What follows belongs to an exercise in optimizing a design on an open flow for small area and a short achievable clock period; a production flow would make more cautious choices. Function was checked by simulation only, so behaviour that the tests miss may differ from the original.

==> exp/raven <==
==> flow/design.v (excerpt) <==
module spool_queue (
    input  wire        clk,
    input  wire        rst,          
    input  wire        wr_valid,
    input  wire [63:0] wr_data,
    input  wire        wr_end,       
    output wire        wr_ready,
    input  wire        rd_en,
    output reg         rd_valid,     
    output wire        rd_end,       
    output wire [63:0] rd_data,
    input  wire        op_valid,
    input  wire [1:0]  op_code,      
    input  wire [6:0]  op_k,         
    output reg         op_refused,
    output reg  [5:0]  fill,         
    output reg  [5:0]  pkts,         
    output reg  [5:0]  peak          
);
==> module spool_queue, before the edit <==
module spool_queue (
    input  wire        clk,
    input  wire        rst,          
    input  wire        wr_valid,
    input  wire [63:0] wr_data,
    input  wire        wr_end,       
    output wire        wr_ready,
    input  wire        rd_en,
    output reg         rd_valid,     
    output wire        rd_end,       
    output wire [63:0] rd_data,
    input  wire        op_valid,
    input  wire [1:0]  op_code,      
    input  wire [6:0]  op_k,         
    output reg         op_refused,
    output reg  [5:0]  fill,         
    output reg  [5:0]  pkts,         
    output reg  [5:0]  peak          
);
  reg  [63:0] mem_data [0:31];
  reg  [31:0] mem_end;
  reg  [4:0]  ptr_l, ptr_m, ptr_p, ptr_w;
  reg  [4:0]  epos [0:31];
  reg  [4:0]  e_l;        
  reg  [4:0]  e_m;        
  reg  [4:0]  e_w;        
  reg  [5:0]  c_lm, c_mp;
  wire is_adv = op_valid && op_code == 2'd0;
  wire is_rm  = op_valid && op_code == 2'd1;
  wire is_rel = op_valid && op_code == 2'd2;
  wire is_rr  = op_valid && op_code == 2'd3;
  wire adv_ok = is_adv && (c_mp != 6'd0);
  wire k_ok   = !op_k[6] && (op_k[5:0] != 6'd0) && (op_k[5:0] <= c_lm);
  wire rel_ok = is_rel && k_ok;
  wire refuse = (is_adv && c_mp == 6'd0) || (is_rel && !k_ok);
  wire       rd_take = rd_en && !op_valid && (pkts != 6'd0);
  assign wr_ready = !fill[5] || rel_ok;
  wire   wr_take  = wr_valid && wr_ready;
  wire   wr_mark  = wr_take && wr_end;
  wire [4:0] rel_idx = e_l + op_k[4:0] - 5'd1;
  wire [31:0] rel_sel = 32'd1 << rel_idx;
  wire [31:0] adv_sel = 32'd1 << e_m;
  wire [31:0] p_sel   = 32'd1 << ptr_p;
  reg  [4:0]  rel_pos, adv_pos;
  reg         e_p;    
  integer j;
  always @* begin
    rel_pos = 5'd0;
    adv_pos = 5'd0;
    e_p     = 1'b0;
    for (j = 0; j < 32; j = j + 1) begin
      rel_pos = rel_pos | ({5{rel_sel[j]}} & epos[j]);
      adv_pos = adv_pos | ({5{adv_sel[j]}} & epos[j]);
      e_p     = e_p | (p_sel[j] & mem_end[(j + 1) % 32]);
    end
  end
  wire [4:0] rel_off = rel_pos - ptr_l;               
  wire [5:0] fill_rel  = rel_ok ? fill + {1'b1, ~rel_off} : fill;
  wire [5:0] fill_next = fill_rel + {5'd0, wr_take};
  always @(posedge clk) begin
    if (wr_take) begin
      mem_data[ptr_w + 5'd1] <= wr_data;
      mem_end[ptr_w + 5'd1]  <= wr_end;
    end
    if (wr_mark)
      epos[e_w] <= ptr_w;
  end
  always @(posedge clk) begin
    if (rst) begin
      ptr_l      <= 5'd0;
      ptr_m      <= 5'd0;
      ptr_p      <= 5'd0;
      ptr_w      <= 5'd0;
      e_l        <= 5'd0;
      e_m        <= 5'd0;
      e_w        <= 5'd0;
      c_lm       <= 6'd0;
      c_mp       <= 6'd0;
      pkts       <= 6'd0;
      fill       <= 6'd0;
      peak       <= 6'd0;
      rd_valid   <= 1'b0;
      op_refused <= 1'b0;
    end else begin
      op_refused <= refuse;
      rd_valid   <= rd_take;
      fill       <= fill_next;
      if (wr_take && !rel_ok && fill == peak) peak <= peak + 6'd1;
      if (wr_take) ptr_w <= ptr_w + 5'd1;
      if (wr_mark) e_w <= e_w + 5'd1;
      if (rel_ok) begin
        ptr_l <= rel_pos + 5'd1;
        e_l   <= e_l + op_k[4:0];
        c_lm  <= c_lm - op_k[5:0];
      end else if (adv_ok) begin
        ptr_m <= adv_pos + 5'd1;
        e_m   <= e_m + 5'd1;
        c_lm  <= c_lm + 6'd1;
        c_mp  <= c_mp - 6'd1;
      end else if (is_rm) begin
        ptr_p <= ptr_m;
        c_mp  <= 6'd0;
      end else if (is_rr) begin
        ptr_p <= ptr_l;
        ptr_m <= ptr_l;
        e_m   <= e_l;
        c_lm  <= 6'd0;
        c_mp  <= 6'd0;
      end else if (rd_take) begin
        ptr_p <= ptr_p + 5'd1;
        c_mp  <= c_mp + {5'd0, e_p};
      end
      pkts <= (is_rm ? pkts + c_mp :
               is_rr ? pkts + c_mp + c_lm :
               rd_take ? pkts - {5'd0, e_p} : pkts) + {5'd0, wr_mark};
    end
  end
  wire [31:0] rsel = p_sel & {32{rd_valid}};
  reg  [64:0] rd_word;
  integer i;
  always @* begin
    rd_word = 65'd0;
    for (i = 0; i < 32; i = i + 1)
      rd_word = rd_word | ({65{rsel[i]}} & {mem_end[i], mem_data[i]});
  end
  assign rd_end  = rd_word[64];
  assign rd_data = rd_word[63:0];
endmodule
==> flow/config.mk <==
export PLATFORM = sky130hd
export DESIGN_NAME = spool_queue
export DESIGN_NICKNAME = spool_queue
export VERILOG_FILES = /design/flow/design.v
export SDC_FILE = /design/flow/constraint.sdc
export NUM_CORES = 4
export LEC_CHECK = 0
export CAP_MARGIN = 20
export CORE_MARGIN = 2
export CORE_UTILIZATION = 40
export SLEW_MARGIN = 20
==> flow/constraint.sdc <==
create_clock -name core_clock -period 30.0 [get_ports {clk}]
set_input_delay 6.0000 -clock core_clock [delete_from_list [all_inputs] [get_ports {clk}]]
set_output_delay 6.0000 -clock core_clock [all_outputs]
set_load 0.01 [all_outputs]
run.sh (not shown) runs the stock make flow with config.mk's settings and CLKGATE_MAP_FILE= SYNTH_SCRIPT=/design/flow/synth_recipe.tcl, a recipe that flattens the netlist after the stock synthesis.
==> exp/indigo (differences from exp/raven) <==
==> flow/design.v (replaced) <==
module spool_queue (
    input  wire        clk,
    input  wire        rst,          
    input  wire        wr_valid,
    input  wire [63:0] wr_data,
    input  wire        wr_end,       
    output wire        wr_ready,
    input  wire        rd_en,
    output reg         rd_valid,     
    output reg         rd_end,       
    output reg  [63:0] rd_data,
    input  wire        op_valid,
    input  wire [1:0]  op_code,      
    input  wire [6:0]  op_k,         
    output reg         op_refused,
    output wire [5:0]  fill,         
    output wire [5:0]  pkts,         
    output reg  [5:0]  peak          
);
  localparam OP_ADVANCE        = 2'd0;
  localparam OP_REWIND_MARK    = 2'd1;
  localparam OP_RELEASE        = 2'd2;
  localparam OP_REWIND_RELEASE = 2'd3;
  reg  [63:0] mem_data [0:31];
  reg  [31:0] mem_end;
  reg  [5:0]  ptr_l, ptr_m, ptr_p, ptr_w;
  assign fill = ptr_w - ptr_l;
  wire [5:0] span_pw = ptr_w - ptr_p;
  wire [5:0] span_mp = ptr_p - ptr_m;
  wire [5:0] span_lm = ptr_m - ptr_l;
  reg  [5:0] pkt_count;
  reg        adv_found;
  reg  [5:0] adv_off;
  reg        rel_found;
  reg  [5:0] rel_off;
  reg  [6:0] rel_count;
  reg  [4:0] idx;
  integer    o;
  always @* begin
    pkt_count = 6'd0;
    for (o = 0; o < 32; o = o + 1) begin
      idx = ptr_p[4:0] + o[4:0];
      if (o < span_pw && mem_end[idx])
        pkt_count = pkt_count + 6'd1;
    end
    adv_found = 1'b0;
    adv_off   = 6'd0;
    for (o = 0; o < 32; o = o + 1) begin
      idx = ptr_m[4:0] + o[4:0];
      if (!adv_found && o < span_mp && mem_end[idx]) begin
        adv_found = 1'b1;
        adv_off   = o[5:0];
      end
    end
    rel_found = 1'b0;
    rel_off   = 6'd0;
    rel_count = 7'd0;
    for (o = 0; o < 32; o = o + 1) begin
      idx = ptr_l[4:0] + o[4:0];
      if (o < span_lm && mem_end[idx]) begin
        rel_count = rel_count + 7'd1;
        if (!rel_found && rel_count == op_k) begin
          rel_found = 1'b1;
          rel_off   = o[5:0];
        end
      end
    end
  end
  assign pkts = pkt_count;
  reg  [5:0] l_next, m_next, p_op;
  reg        refuse;
  always @* begin
    l_next = ptr_l;
    m_next = ptr_m;
    p_op   = ptr_p;
    refuse = 1'b0;
    if (op_valid) begin
      case (op_code)
        OP_ADVANCE: begin
          if (adv_found) m_next = ptr_m + adv_off + 6'd1;
          else           refuse = 1'b1;
        end
        OP_REWIND_MARK: begin
          p_op = ptr_m;
        end
        OP_RELEASE: begin
          if (rel_found) l_next = ptr_l + rel_off + 6'd1;
          else           refuse = 1'b1;
        end
        default: begin  
          p_op   = ptr_l;
          m_next = ptr_l;
        end
      endcase
    end
  end
  wire       rd_take  = rd_en && !op_valid && (pkt_count != 6'd0);
  wire [5:0] p_next   = rd_take ? ptr_p + 6'd1 : p_op;
  wire [5:0] fill_op  = ptr_w - l_next;
  assign     wr_ready = (fill_op != 6'd32);
  wire       wr_take  = wr_valid && wr_ready;
  wire [5:0] w_next   = wr_take ? ptr_w + 6'd1 : ptr_w;
  wire [5:0] fill_next = w_next - l_next;
  always @(posedge clk) begin
    if (wr_take) begin
      mem_data[ptr_w[4:0]] <= wr_data;
      mem_end[ptr_w[4:0]]  <= wr_end;
    end
  end
  always @(posedge clk) begin
    if (rst) begin
      ptr_l      <= 6'd0;
      ptr_m      <= 6'd0;
      ptr_p      <= 6'd0;
      ptr_w      <= 6'd0;
      peak       <= 6'd0;
      rd_valid   <= 1'b0;
      rd_end     <= 1'b0;
      rd_data    <= 64'd0;
      op_refused <= 1'b0;
    end else begin
      ptr_l      <= l_next;
      ptr_m      <= m_next;
      ptr_p      <= p_next;
      ptr_w      <= w_next;
      if (fill_next > peak) peak <= fill_next;
      op_refused <= op_valid && refuse;
      rd_valid   <= rd_take;
      rd_end     <= rd_take ? mem_end[ptr_p[4:0]] : 1'b0;
      rd_data    <= rd_take ? mem_data[ptr_p[4:0]] : 64'd0;
    end
  end
endmodule
==> exp/tundra (differences from exp/raven) <==
--- a/flow/design.v
+++ b/flow/design.v
@@ -21,4 +21,4 @@
   reg  [31:0] mem_end;
+  reg  [4:0]  epos [0:31];
   reg  [4:0]  ptr_l, ptr_m, ptr_p, ptr_w;
-  reg  [4:0]  epos [0:31];
   reg  [4:0]  e_l;        
@@ -32,3 +32,5 @@
   wire adv_ok = is_adv && (c_mp != 6'd0);
-  wire k_ok   = !op_k[6] && (op_k[5:0] != 6'd0) && (op_k[5:0] <= c_lm);
+  reg  [7:0] t_lt, t_eq, t_le;    
+  wire k_ok   = !op_k[6] && (op_k[5:0] != 6'd0) &&
+                (t_lt[op_k[5:3]] || (t_eq[op_k[5:3]] && t_le[op_k[2:0]]));
   wire rel_ok = is_rel && k_ok;
@@ -57,12 +59,35 @@
   wire [4:0] rel_off = rel_pos - ptr_l;               
+  wire [5:0] c_lm_next = rel_ok ? c_lm - op_k[5:0] :
+                         adv_ok ? c_lm + 6'd1 :
+                         is_rr  ? 6'd0 : c_lm;
   wire [5:0] fill_rel  = rel_ok ? fill + {1'b1, ~rel_off} : fill;
   wire [5:0] fill_next = fill_rel + {5'd0, wr_take};
-  always @(posedge clk) begin
-    if (wr_take) begin
-      mem_data[ptr_w + 5'd1] <= wr_data;
-      mem_end[ptr_w + 5'd1]  <= wr_end;
+  wire [31:0] w_sel = {31'd0, wr_take} << (ptr_w + 5'd1);
+  wire [31:0] e_sel = {31'd0, wr_mark} << e_w;
+  reg  [31:0] w_keep, e_keep;
+  integer h;
+  always @* begin
+    for (h = 0; h < 32; h = h + 1) begin
+      w_keep[h] = !wr_take || (ptr_w != (h + 31) % 32);
+      e_keep[h] = !wr_mark || (e_w != h);
     end
-    if (wr_mark)
-      epos[e_w] <= ptr_w;
   end
+  genvar s;
+  generate
+    for (s = 0; s < 32; s = s + 1) begin : slot
+      reg [63:0] q_data;
+      reg        q_end;
+      reg [4:0]  q_pos;
+      always @(posedge clk) begin
+        q_data <= ({64{w_sel[s]}} & wr_data) | ({64{w_keep[s]}} & q_data);
+        q_end  <= (w_sel[s] & wr_end) | (w_keep[s] & q_end);
+        q_pos  <= ({5{e_sel[s]}} & ptr_w) | ({5{e_keep[s]}} & q_pos);
+      end
+      always @* begin
+        mem_data[s] = q_data;
+        mem_end[s]  = q_end;
+        epos[s]     = q_pos;
+      end
+    end
+  endgenerate
   always @(posedge clk) begin
@@ -77,2 +102,5 @@
       c_lm       <= 6'd0;
+      t_lt       <= 8'd0;
+      t_eq       <= 8'd1;
+      t_le       <= 8'd1;
       c_mp       <= 6'd0;
@@ -87,2 +115,3 @@
       fill       <= fill_next;
+      c_lm       <= c_lm_next;
       if (wr_take && !rel_ok && fill == peak) peak <= peak + 6'd1;
@@ -93,3 +122,2 @@
         e_l   <= e_l + op_k[4:0];
-        c_lm  <= c_lm - op_k[5:0];
       end else if (adv_ok) begin
@@ -97,3 +125,2 @@
         e_m   <= e_m + 5'd1;
-        c_lm  <= c_lm + 6'd1;
         c_mp  <= c_mp - 6'd1;
@@ -106,3 +133,2 @@
         e_m   <= e_l;
-        c_lm  <= 6'd0;
         c_mp  <= 6'd0;
@@ -112,2 +138,5 @@
       end
+      t_lt <= ~(8'hff << c_lm_next[5:3]);
+      t_eq <= 8'd1 << c_lm_next[5:3];
+      t_le <= ~(8'hfe << c_lm_next[2:0]);
       pkts <= (is_rm ? pkts + c_mp :
==> flow/flow/run.sh (new file) <==
#!/bin/bash
set -euo pipefail
bash standard.sh \
  SETUP_SLACK_MARGIN=17.5 \
  "BUFFER_PORTS_ARGS=-buffer_cell sky130_fd_sc_hd__buf_2" \
  finish > make.log 2>&1
==> flow/standard.sh (new file) <==
#!/bin/bash
# synth_recipe.tcl (not shown) runs the flow's synth.tcl, then flattens the netlist and writes it again
# the make line also repeats each setting of config.mk as NAME=value (left out here)
make -C /OpenROAD-flow-scripts/flow DESIGN_CONFIG=/design/flow/config.mk WORK_HOME=/design/flow/orfs CLKGATE_MAP_FILE= SYNTH_SCRIPT=/design/flow/synth_recipe.tcl "${@:-finish}"
--- a/flow/config.mk
+++ b/flow/config.mk
@@ -10,2 +10,4 @@
 export CORE_UTILIZATION = 40
+export CTS_CLUSTER_DIAMETER = 100
+export CTS_CLUSTER_SIZE = 20
 export SLEW_MARGIN = 20
removed: flow/run.sh
==> notes <==
- Synthesized area: exp/raven < exp/tundra < exp/indigo.
- Non-clock buffer count: exp/indigo > exp/tundra > exp/raven.
==> figures <==
item	exp/indigo	exp/raven	exp/tundra
Outcome	finished clean	finished clean	finished clean
Met2 Track Usage GR	35.92%	38.28%	51.39%
Fillers	22883	18677	20822
Final non-filler cell total	10760	8445	10638
Layout multi-input combinational cell count	4046	2484	4747
Effective utilization at floorplan	40.18%	40.17%	40.16%
Largest net degree at the start of global routing	150	68	77
Portion of the layout cell area used by non-clock buffers	3.199%	2.605%	2.485%

-- separate check: timing with driven ports --
In the flow no input, the clock included, has a driving cell. The finished layouts below were timed again as built, in two steps. Step 1 sets driving cells, clkbuf_16 on the clock port and buf_2 on the other inputs (assumed; they add their load-dependent delay and slew). Step 2 times the ports against the registers' clock, not the clock port: input delays grow and output delays shrink by t, the midpoint of the rising clock arrivals with the driver on. Three values: no drivers, after step 1, after step 2; two values: the first two.
run	t, ns	setup WS [ns]	clock arrival spread, ns
exp/raven	0.950	15.441 / 15.414 / 15.414	0.074 / 0.074
exp/indigo	0.911	1.126 / 1.034 / 1.945	0.092 / 0.092
exp/tundra	0.932	16.714 / 16.658 / 16.658	0.056 / 0.056
After both steps every run listed still meets setup and hold. The setup slack of exp/tundra, which loses most, moves by -0.056 ns with the drivers and by -0.056 ns with both steps.
